This design comes from an exercise in tuning for small area, a short achievable clock period and few clock cycles per item on the open sky130 flow, not from production work. The RTL was checked by simulation tests, not by an equivalence proof against the original design.

v45:
## plate_compose
module plate_compose (
    input  wire        clk,
    input  wire        rst,           
    input  wire        in_valid,
    output wire        in_ready,
    input  wire        in_first,      
    input  wire        in_last,       
    input  wire [1:0]  in_mode,       
    input  wire [15:0] in_opac,       
    input  wire        in_has_alpha,  
    input  wire [15:0] in_alpha,      
    input  wire [15:0] in_s0,         
    input  wire [15:0] in_s1,         
    input  wire [15:0] in_s2,         
    output wire        out_valid,
    input  wire        out_ready,
    output wire [15:0] out_c0,
    output wire [15:0] out_c1,
    output wire [15:0] out_c2
);
For scale: roughly 350 flip-flops, ~140 I/O pins, about 69000 um^2 of cells after synthesis.
==> flow/config.mk <==
export PLATFORM = sky130hd
export DESIGN_NAME = plate_compose
export DESIGN_NICKNAME = plate_compose
export VERILOG_FILES = /design/flow/design.v
export SDC_FILE = /design/flow/constraint.sdc
export NUM_CORES = 4
export LEC_CHECK = 0
export CAP_MARGIN = 20
export CORE_MARGIN = 2
export CORE_UTILIZATION = 60
export CTS_BUF_LIST = sky130_fd_sc_hd__clkbuf_8
export PLACE_DENSITY = 0.72
export SLEW_MARGIN = 20
export SYNTH_HIERARCHICAL = 1
export SYNTH_MINIMUM_KEEP_SIZE = 0
==> flow/constraint.sdc <==
create_clock -name core_clock -period 40.0 [get_ports {clk}]
set_input_delay 8.0000 -clock core_clock [delete_from_list [all_inputs] [get_ports {clk}]]
set_output_delay 8.0000 -clock core_clock [all_outputs]
set_load 0.01 [all_outputs]
standard.sh (not shown) runs the stock make flow with config.mk's settings and CLKGATE_MAP_FILE= SYNTH_SCRIPT=/design/flow/synth_recipe.tcl, a recipe that flattens the netlist after the stock synthesis.
==> flow/flow/run.sh <==
#!/bin/bash
# The standard layout (standard.sh: the standard flow's own ORFS flow with its synthesis),
# with the port buffers placed as buf_2 cells instead of the default
# delay-buffer cells. Each tool's output goes to standard.log here.
set -euo pipefail
bash standard.sh "BUFFER_PORTS_ARGS=-buffer_cell sky130_fd_sc_hd__buf_2" finish > standard.log 2>&1
v45: all stages complete, timing, DRC and antenna checks passed
Testbench counts of v45, summed over its fixed seeds: cycles 9,606, pixels 2,400.
--- input diff v45..v28 ---
--- a/flow/config.mk
+++ b/flow/config.mk
@@ -8,7 +8,6 @@
 export CAP_MARGIN = 20
 export CORE_MARGIN = 2
-export CORE_UTILIZATION = 60
-export CTS_BUF_LIST = sky130_fd_sc_hd__clkbuf_8
-export PLACE_DENSITY = 0.72
+export CORE_UTILIZATION = 40
+export PLACE_DENSITY = 0.6
 export SLEW_MARGIN = 20
 export SYNTH_HIERARCHICAL = 1
[summary]
Wire: v28 routes more than v45. Number of global-route vias before repair essentially unchanged between v45 and v28. The sequential share of layout area in v28 was lower than what v45 gave.
Input-level comparison between v56 and v28:
--- a/flow/config.mk
+++ b/flow/config.mk
@@ -8,6 +8,6 @@
 export CAP_MARGIN = 20
 export CORE_MARGIN = 2
-export CORE_UTILIZATION = 40
-export PLACE_DENSITY = 0.6
+export CORE_UTILIZATION = 60
+export PLACE_DENSITY = 0.72
 export SLEW_MARGIN = 20
 export SYNTH_HIERARCHICAL = 1
[summary]
- The final layout from v56, which completed every stage, passed the timing, design-rule and antenna checks at the end of the flow.
- Going from v28 to v56, height of the die shrinks by 76 um.
- Of the two values seen for critical path launch point, o[42] was produced by v56 and o[26] by v28.
Here is what was changed in the inputs of v5 compared with v56.
==> flow/run.sh (new file) <==
#!/bin/bash
# synth_recipe.tcl (not shown) runs the flow's synth.tcl, then flattens the netlist and writes it again
# the make line also repeats each setting of config.mk as NAME=value (left out here)
make -C /OpenROAD-flow-scripts/flow DESIGN_CONFIG=/design/flow/config.mk WORK_HOME=/design/flow/orfs CLKGATE_MAP_FILE= SYNTH_SCRIPT=/design/flow/synth_recipe.tcl finish
--- a/flow/config.mk
+++ b/flow/config.mk
@@ -8,6 +8,6 @@
 export CAP_MARGIN = 20
 export CORE_MARGIN = 2
-export CORE_UTILIZATION = 60
-export PLACE_DENSITY = 0.72
+export CORE_UTILIZATION = 40
+export PLACE_DENSITY = 0.6
 export SLEW_MARGIN = 20
 export SYNTH_HIERARCHICAL = 1
removed: flow/flow/run.sh
removed: flow/standard.sh
- Delta (v5 minus v56): fmax has decreased, worst clock skew grew by 0.012 ns, multi-input gate area in the final layout saw little to no change, finished layout cell area increased 2.3%.
- The higher sequential share of layout area came out of v56.

## afterwards: timing with drivers on the ports
How much do the figures lean on ideal ports? The routed layouts below were timed once more, with nothing changed but the port constraints. Step 1, drivers: a clkbuf_16 drives clk and a buf_2 each remaining input, both assumed. Step 2, shift: input delay + t, output delay - t, t = (earliest + latest rising clock arrival at the registers) / 2. This alone moves slack from input paths to output paths. Slacks: no drivers / after step 1 / after step 2; pairs: no drivers / after step 1.
| run | t (ns) | setup slack, ns | worst hold slack (ns) | clock arrival spread, ns | pins driven straight from the clock port |
|---|---|---|---|---|---|
| v45 | 0.787 | 30.721 / 30.652 / 30.331 | 0.433 / 0.433 / 0.433 | 0.070 / 0.070 | 1 |
| v28 | 0.746 | 30.781 / 30.706 / 30.642 | 0.418 / 0.418 / 0.418 | 0.068 / 0.068 | 1 |
| v56 | 0.709 | 30.810 / 30.733 / 30.336 | 0.426 / 0.426 / 0.426 | 0.036 / 0.036 | 1 |
| v5 | 0.729 | 30.440 / 30.366 / 30.250 | 0.423 / 0.423 / 0.423 | 0.050 / 0.050 | 1 |
After both steps every run listed still meets setup and hold. The setup slack of v56, which loses most, moves by -0.077 ns with the drivers and by -0.474 ns with both steps.
